What follows belongs to an exercise in optimizing a design on an open flow for small area, a short achievable clock period and few clock cycles per item; a production flow would make more cautious choices.
The RTL was checked by simulation tests, not by an equivalence proof against the original design.

Setup of maple:
==> module whorl_rsq, before the edit <==
module whorl_rsq (
    input             clk,
    input             rst,           
    input             in_valid,
    output            in_ready,
    input             in_sqrt,       
    input      [31:0] in_a,
    output reg        out_valid,
    output reg [31:0] out_res,
    output reg        out_sat,
    output reg        out_divz,
    output reg        out_domain
);
    reg  [15:0]  M;
    reg          rdy, first;
    reg          sq;                         
    reg          nf;                         
    reg          f_spc, f_hi, f_mid, f_lo, f_sat, f_divz, f_dom;
    reg  [32:0]  S;                          
    reg          s;                          
    reg  [31:0]  E;                          
    reg          b0r;                        
    assign in_ready = rdy;
    wire accept = in_valid & rdy;
    wire last   = M[0] & !M[1];
    wire [31:0] a       = in_a;
    wire        a_zero  = (a == 32'd0);
    wire        sm_pos  = !a[31] & (a[30:28] == 3'd0) & (!a[27] | (a[26:0] == 27'd0));
    wire        sm_neg  = a[31] & (a[30:27] == 4'hF);
    wire        a_m27   = sm_neg & (a[26:0] == 27'd0);             
    wire        a_max   = !a[31] & (a[30:0] == 31'h7FFF_FFFF);
    wire        spc_in  = in_sqrt ? (a[31] | a_max) : (sm_pos | sm_neg);
    wire        rcp_sk2 = a[31] ? !a[30] : (a[30] & (a[29] | (a[28:2] != 27'd0)));
    wire        rcp_sk1 = a[31] ? (a[30:28] != 3'b111)
                                : (a[30] | a[29] | (a[28] & (a[27:0] != 28'd0)));
    wire        sq_sk1  = (a[30:27] == 4'd0);
    reg  [32:0] s_init;
    reg  [15:0] m_init;
    always @* begin
        if (in_sqrt) begin
            if (sq_sk1) begin
                s_init = {4'b1111, a[26:0], 2'b00};              
                m_init = 16'h3FFF;
            end else begin
                s_init = {2'b11, a[30:0]};                       
                m_init = 16'h7FFF;
            end
        end else if (rcp_sk2) begin
            s_init = a[31] ? {33'h0_7FFF_FFF8 | {31'd0, a[29:28]}}
                           : {33'h0_8000_0004 | {31'd0, a[29:28]}};
            m_init = 16'h3FFF;
        end else if (rcp_sk1) begin
            s_init = a[31] ? {33'h0_1FFF_FFFE | {32'd0, a[30]}}
                           : {33'h0_2000_0000 | {32'd0, a[30]}};
            m_init = 16'h7FFF;
        end else begin
            s_init = a[31] ? 33'h0_07FF_FFFF : 33'h0_0800_0000;
            m_init = 16'hFFFF;
        end
        if (spc_in)
            m_init = 16'h0001;
    end
    wire [16:0] Mx = {1'b0, M};
    wire [31:0] oh0, oh1, mk0, mk1;
    genvar m;
    generate
        for (m = 0; m < 16; m = m + 1) begin : pos
            assign oh0[2*m+1] = Mx[m] & !Mx[m+1];
            assign oh0[2*m]   = 1'b0;
            assign oh1[2*m+1] = 1'b0;
            assign oh1[2*m]   = Mx[m] & !Mx[m+1];
            assign mk0[2*m+1] = Mx[m+1];
            assign mk0[2*m]   = Mx[m];
            assign mk1[2*m+1] = Mx[m+1];
            assign mk1[2*m]   = Mx[m+1];
        end
    endgenerate
    wire [31:0] ohp0  = {oh0[30:0], 1'b0};          
    wire [31:0] ohpp0 = {oh0[29:0], 2'b00};         
    wire [31:0] ohp1  = oh0;                        
    wire [31:0] dfb  = sq ? ((b0r ? {oh0[28:0], 3'b000} : 32'd0) |
                             (!s  ? ohpp0 : 32'd0)) : 32'd0;
    wire [31:0] msub0 = dfb | (sq ? mk0 : 32'd0);                  
    wire [31:0] madd0 = dfb | (sq ? (ohp0 | oh0) : 32'd0);         
    wire [32:0] Y0    = s ? {1'b0, ~(E & ~madd0)} : {1'b1, E & ~msub0};
    wire        cin0  = s ? nf : !nf;
    wire [32:0] R0    = S + Y0 + {32'd0, cin0};
    wire        s1    = R0[32];                     
    reg         bdv0, bdv1;
    wire        bdn0 = (|(E & {2'b00, oh0[31:2]})) ^ !nf;
    wire        bdn1 = (|(E & {2'b00, oh1[31:2]})) ^ !nf;
    wire [32:0] R1c [0:1];
    genvar u;
    generate
        for (u = 0; u < 2; u = u + 1) begin : outcome    
            wire [31:0] msub1 = dfb | (sq ? (mk1 | ohp0) : 32'd0);
            wire [31:0] madd1 = dfb | (sq ? (ohp1 | oh1) : 32'd0);
            wire [32:0] Y1    = (u == 1) ? {1'b0, ~(E & ~madd1)} : {1'b1, E & ~msub1};
            wire        cin1  = (u == 1) ? nf : !nf;
            wire        bd0   = sq ? (u == 0) : bdv0;
            wire [32:0] X1    = {S[31:0], bd0};
            wire [32:0] X2    = {Y0[31:0], cin1};
            wire [32:0] cs_s  = X1 ^ X2 ^ Y1;
            wire [32:0] cs_c  = (X1 & X2) | (X1 & Y1) | (X2 & Y1);
            assign R1c[u] = cs_s + {cs_c[31:0], cin0} + {32'd0, cin0};
        end
    endgenerate
    wire [32:0] R1  = s1 ? R1c[1] : R1c[0];
    wire        b0  = !s1;
    wire        b1  = !R1[32];
    wire        bd1 = sq ? b1 : bdv1;
    wire [1:0]  qbits = {b0 ^ nf, b1 ^ nf};
    always @(posedge clk) begin
        if (rst) begin
            M         <= 16'd0;
            rdy       <= 1'b1;
            out_valid <= 1'b0;
        end else begin
            out_valid <= last;
            if (accept) begin
                M   <= m_init;
                rdy <= spc_in;
            end else begin
                M   <= {1'b0, M[15:1]};
                rdy <= !M[2];
            end
        end
    end
    always @(posedge clk) begin
        first <= accept;
        if (accept) begin
            sq     <= in_sqrt;
            nf     <= !in_sqrt & a[31];
            f_spc  <= spc_in;
            f_hi   <= !in_sqrt & a[31];
            f_mid  <= !a[31];
            f_lo   <= !in_sqrt & !a[31];
            f_sat  <= !in_sqrt & (sm_pos | sm_neg) & !a_zero & !a_m27;
            f_divz <= !in_sqrt & a_zero;
            f_dom  <= in_sqrt & a[31];
            S      <= s_init;
            s      <= in_sqrt;
            E      <= in_sqrt ? 32'hFFFF_FFFF : (a[31] ? a : ~a);
            b0r    <= 1'b0;
            bdv0   <= rcp_sk2 ? a[27] : rcp_sk1 ? a[29] : a[31];
            bdv1   <= rcp_sk2 ? a[26] : rcp_sk1 ? a[28] : a[30];
        end else begin
            bdv0 <= bdn0;
            bdv1 <= bdn1;
            S <= {R1[31:0], bd1};
            s <= R1[32];
            E   <= E & ~dfb;
            b0r <= b0;
        end
        if (first & f_spc)
            out_res <= {f_hi, f_mid, {30{f_lo}}};
        else if (first)
            out_res <= {{30{nf}}, qbits};
        else
            out_res <= {out_res[29:0], qbits};
        if (last) begin
            out_sat    <= f_sat;
            out_divz   <= f_divz;
            out_domain <= f_dom;
        end
    end
endmodule
==> flow/config.mk <==
export PLATFORM = sky130hd
export DESIGN_NAME = whorl_rsq
export DESIGN_NICKNAME = whorl_rsq
export VERILOG_FILES = /design/flow/design.v
export SDC_FILE = /design/flow/constraint.sdc
export NUM_CORES = 4
export LEC_CHECK = 0
export CAP_MARGIN = 20
export CORE_MARGIN = 2
export CORE_UTILIZATION = 40
export PLACE_DENSITY = 0.6
export SLEW_MARGIN = 20
==> flow/constraint.sdc <==
create_clock -name core_clock -period 11.0 [get_ports {clk}]
set_input_delay 2.2000 -clock core_clock [delete_from_list [all_inputs] [get_ports {clk}]]
set_output_delay 2.2000 -clock core_clock [all_outputs]
set_load 0.01 [all_outputs]
standard.sh (not shown) runs the stock make flow with config.mk's settings and CLKGATE_MAP_FILE= SYNTH_SCRIPT=/design/flow/synth_recipe.tcl, a recipe that flattens the netlist after the stock synthesis.
==> flow/flow/run.sh <==
#!/bin/bash
set -euo pipefail
bash standard.sh SETUP_SLACK_MARGIN=7 SETUP_MOVE_SEQUENCE=unbuffer,sizeup,swap,buffer finish > standard_flow.log 2>&1
maple ended with every stage complete and zero timing, DRC or antenna violations.
Testbench counts of maple, summed over its fixed seeds: cycles 234,871, items 16,000.
Modified inputs, indigo compared to maple
-- flow/design.v --
<<< maple, line 13
);
    reg  [15:0]  M;
    reg          rdy, first;
    reg          sq;                         
    reg          nf;                         
    reg          f_spc, f_hi, f_mid, f_lo, f_sat, f_divz, f_dom;
    reg  [32:0]  S;                          
    reg          s;                          
>>> indigo, line 13
);
    reg  [15:0]  M;
    reg  [15:0]  Ms;                         
    reg          rdy, first;
    reg          sq;                         
    reg          nf;                         
    reg          f_spc, f_sat, f_divz, f_dom;
    reg  [32:0]  S;                          
    reg          s;                          
<<< maple, line 61
            m_init = 16'h0001;
    end
    wire [16:0] Mx = {1'b0, M};
    wire [31:0] oh0, oh1, mk0, mk1;
    genvar m;
    generate
>>> indigo, line 62
            m_init = 16'h0001;
    end
    wire [16:0] Mx  = {1'b0, M};
    wire [16:0] Msx = {1'b0, Ms};
    wire [31:0] oh0, oh1, so0, so1, sk0, sk1;
    genvar m;
    generate
<<< maple, line 70
            assign oh1[2*m+1] = 1'b0;
            assign oh1[2*m]   = Mx[m] & !Mx[m+1];
            assign mk0[2*m+1] = Mx[m+1];
            assign mk0[2*m]   = Mx[m];
            assign mk1[2*m+1] = Mx[m+1];
            assign mk1[2*m]   = Mx[m+1];
        end
    endgenerate
    wire [31:0] ohp0  = {oh0[30:0], 1'b0};          
    wire [31:0] ohpp0 = {oh0[29:0], 2'b00};         
    wire [31:0] ohp1  = oh0;                        
    wire [31:0] dfb  = sq ? ((b0r ? {oh0[28:0], 3'b000} : 32'd0) |
                             (!s  ? ohpp0 : 32'd0)) : 32'd0;
    wire [31:0] msub0 = dfb | (sq ? mk0 : 32'd0);                  
    wire [31:0] madd0 = dfb | (sq ? (ohp0 | oh0) : 32'd0);         
    wire [32:0] Y0    = s ? {1'b0, ~(E & ~madd0)} : {1'b1, E & ~msub0};
    wire        cin0  = s ? nf : !nf;
>>> indigo, line 72
            assign oh1[2*m+1] = 1'b0;
            assign oh1[2*m]   = Mx[m] & !Mx[m+1];
            assign so0[2*m+1] = Msx[m] & !Msx[m+1];
            assign so0[2*m]   = 1'b0;
            assign so1[2*m+1] = 1'b0;
            assign so1[2*m]   = Msx[m] & !Msx[m+1];
            assign sk0[2*m+1] = Msx[m+1];
            assign sk0[2*m]   = Msx[m];
            assign sk1[2*m+1] = Msx[m+1];
            assign sk1[2*m]   = Msx[m+1];
        end
    endgenerate
    wire [31:0] sop0  = {so0[30:0], 1'b0};          
    wire [31:0] sopp0 = {so0[29:0], 2'b00};         
    wire [31:0] sop1  = so0;                        
    wire [31:0] dfb  = (b0r ? {so0[28:0], 3'b000} : 32'd0) | (!s ? sopp0 : 32'd0);
    wire [31:0] msub0 = dfb | sk0;                  
    wire [31:0] madd0 = dfb | sop0 | so0;           
    wire [32:0] Y0    = s ? {1'b0, ~(E & ~madd0)} : {1'b1, E & ~msub0};
    wire        cin0  = s ? nf : !nf;
<<< maple, line 94
    generate
        for (u = 0; u < 2; u = u + 1) begin : outcome    
            wire [31:0] msub1 = dfb | (sq ? (mk1 | ohp0) : 32'd0);
            wire [31:0] madd1 = dfb | (sq ? (ohp1 | oh1) : 32'd0);
            wire [32:0] Y1    = (u == 1) ? {1'b0, ~(E & ~madd1)} : {1'b1, E & ~msub1};
            wire        cin1  = (u == 1) ? nf : !nf;
>>> indigo, line 99
    generate
        for (u = 0; u < 2; u = u + 1) begin : outcome    
            wire [31:0] msub1 = dfb | sk1 | sop0;
            wire [31:0] madd1 = dfb | sop1 | so1;
            wire [32:0] Y1    = (u == 1) ? {1'b0, ~(E & ~madd1)} : {1'b1, E & ~msub1};
            wire        cin1  = (u == 1) ? nf : !nf;
<<< maple, line 114
        if (rst) begin
            M         <= 16'd0;
            rdy       <= 1'b1;
            out_valid <= 1'b0;
>>> indigo, line 119
        if (rst) begin
            M         <= 16'd0;
            Ms        <= 16'd0;
            rdy       <= 1'b1;
            out_valid <= 1'b0;
<<< maple, line 120
            if (accept) begin
                M   <= m_init;
                rdy <= spc_in;
            end else begin
                M   <= {1'b0, M[15:1]};
                rdy <= !M[2];
            end
>>> indigo, line 126
            if (accept) begin
                M   <= m_init;
                Ms  <= in_sqrt ? m_init : 16'd0;
                rdy <= spc_in;
            end else begin
                M   <= {1'b0, M[15:1]};
                Ms  <= {1'b0, Ms[15:1]};
                rdy <= !M[2];
            end
<<< maple, line 133
            nf     <= !in_sqrt & a[31];
            f_spc  <= spc_in;
            f_hi   <= !in_sqrt & a[31];
            f_mid  <= !a[31];
            f_lo   <= !in_sqrt & !a[31];
            f_sat  <= !in_sqrt & (sm_pos | sm_neg) & !a_zero & !a_m27;
            f_divz <= !in_sqrt & a_zero;
>>> indigo, line 141
            nf     <= !in_sqrt & a[31];
            f_spc  <= spc_in;
            f_sat  <= !in_sqrt & (sm_pos | sm_neg) & !a_zero & !a_m27;
            f_divz <= !in_sqrt & a_zero;
<<< maple, line 154
        end
        if (first & f_spc)
            out_res <= {f_hi, f_mid, {30{f_lo}}};
        else if (first)
            out_res <= {{30{nf}}, qbits};
>>> indigo, line 159
        end
        if (first & f_spc)
            out_res <= {nf, sq ? !f_dom : !nf, {30{!sq & !nf}}};
        else if (first)
            out_res <= {{30{nf}}, qbits};
[summary]
- Number of ordinary inverters in the final layout ended up 15 higher on indigo than on maple.
- indigo vs. maple: fill cell instance count of the final layout moved up.
- Portion of the layout cell area used by clock cells sits higher in indigo than in maple.
- On number of slew-limit violations in the final report, indigo and maple are neck and neck.
- Compared with maple, sum of net half-perimeters after detailed placement in indigo increased by a few percent.
- indigo gives more met3 wire length than maple did.
- Max setup slack across indigo and maple: indigo
- maple -> indigo: count of vias placed by the detailed router increased by a few percent
- indigo supports a higher top clock frequency than maple.
Testbench counts of indigo, summed over its fixed seeds: cycles 234,871, items 16,000.

-- port drivers added, routing unchanged --
In the flow no input, the clock included, has a driving cell. The finished layouts below were timed again as built, in two steps. Step 1, drivers: a clkbuf_16 drives clk and a buf_2 each remaining input, both assumed. Step 2, shift: input delay + t, output delay - t, t = (earliest + latest rising clock arrival at the registers) / 2. This alone moves slack from input paths to output paths. Three values: ideal ports, drivers, drivers and shift; two values: the first two.
run	shift t [ns]	setup slack, ns	worst setup path after step 2	worst register clock-pin slew, ns
maple	0.470	6.289 / 6.289 / 6.226	input to register	0.07 / 0.07
indigo	0.483	6.370 / 6.370 / 6.028	input to register	0.08 / 0.08
After both steps every run listed still meets setup and hold. For indigo, which loses most, drivers alone change the setup slack by 0.000 ns; drivers and shift together by -0.342 ns.
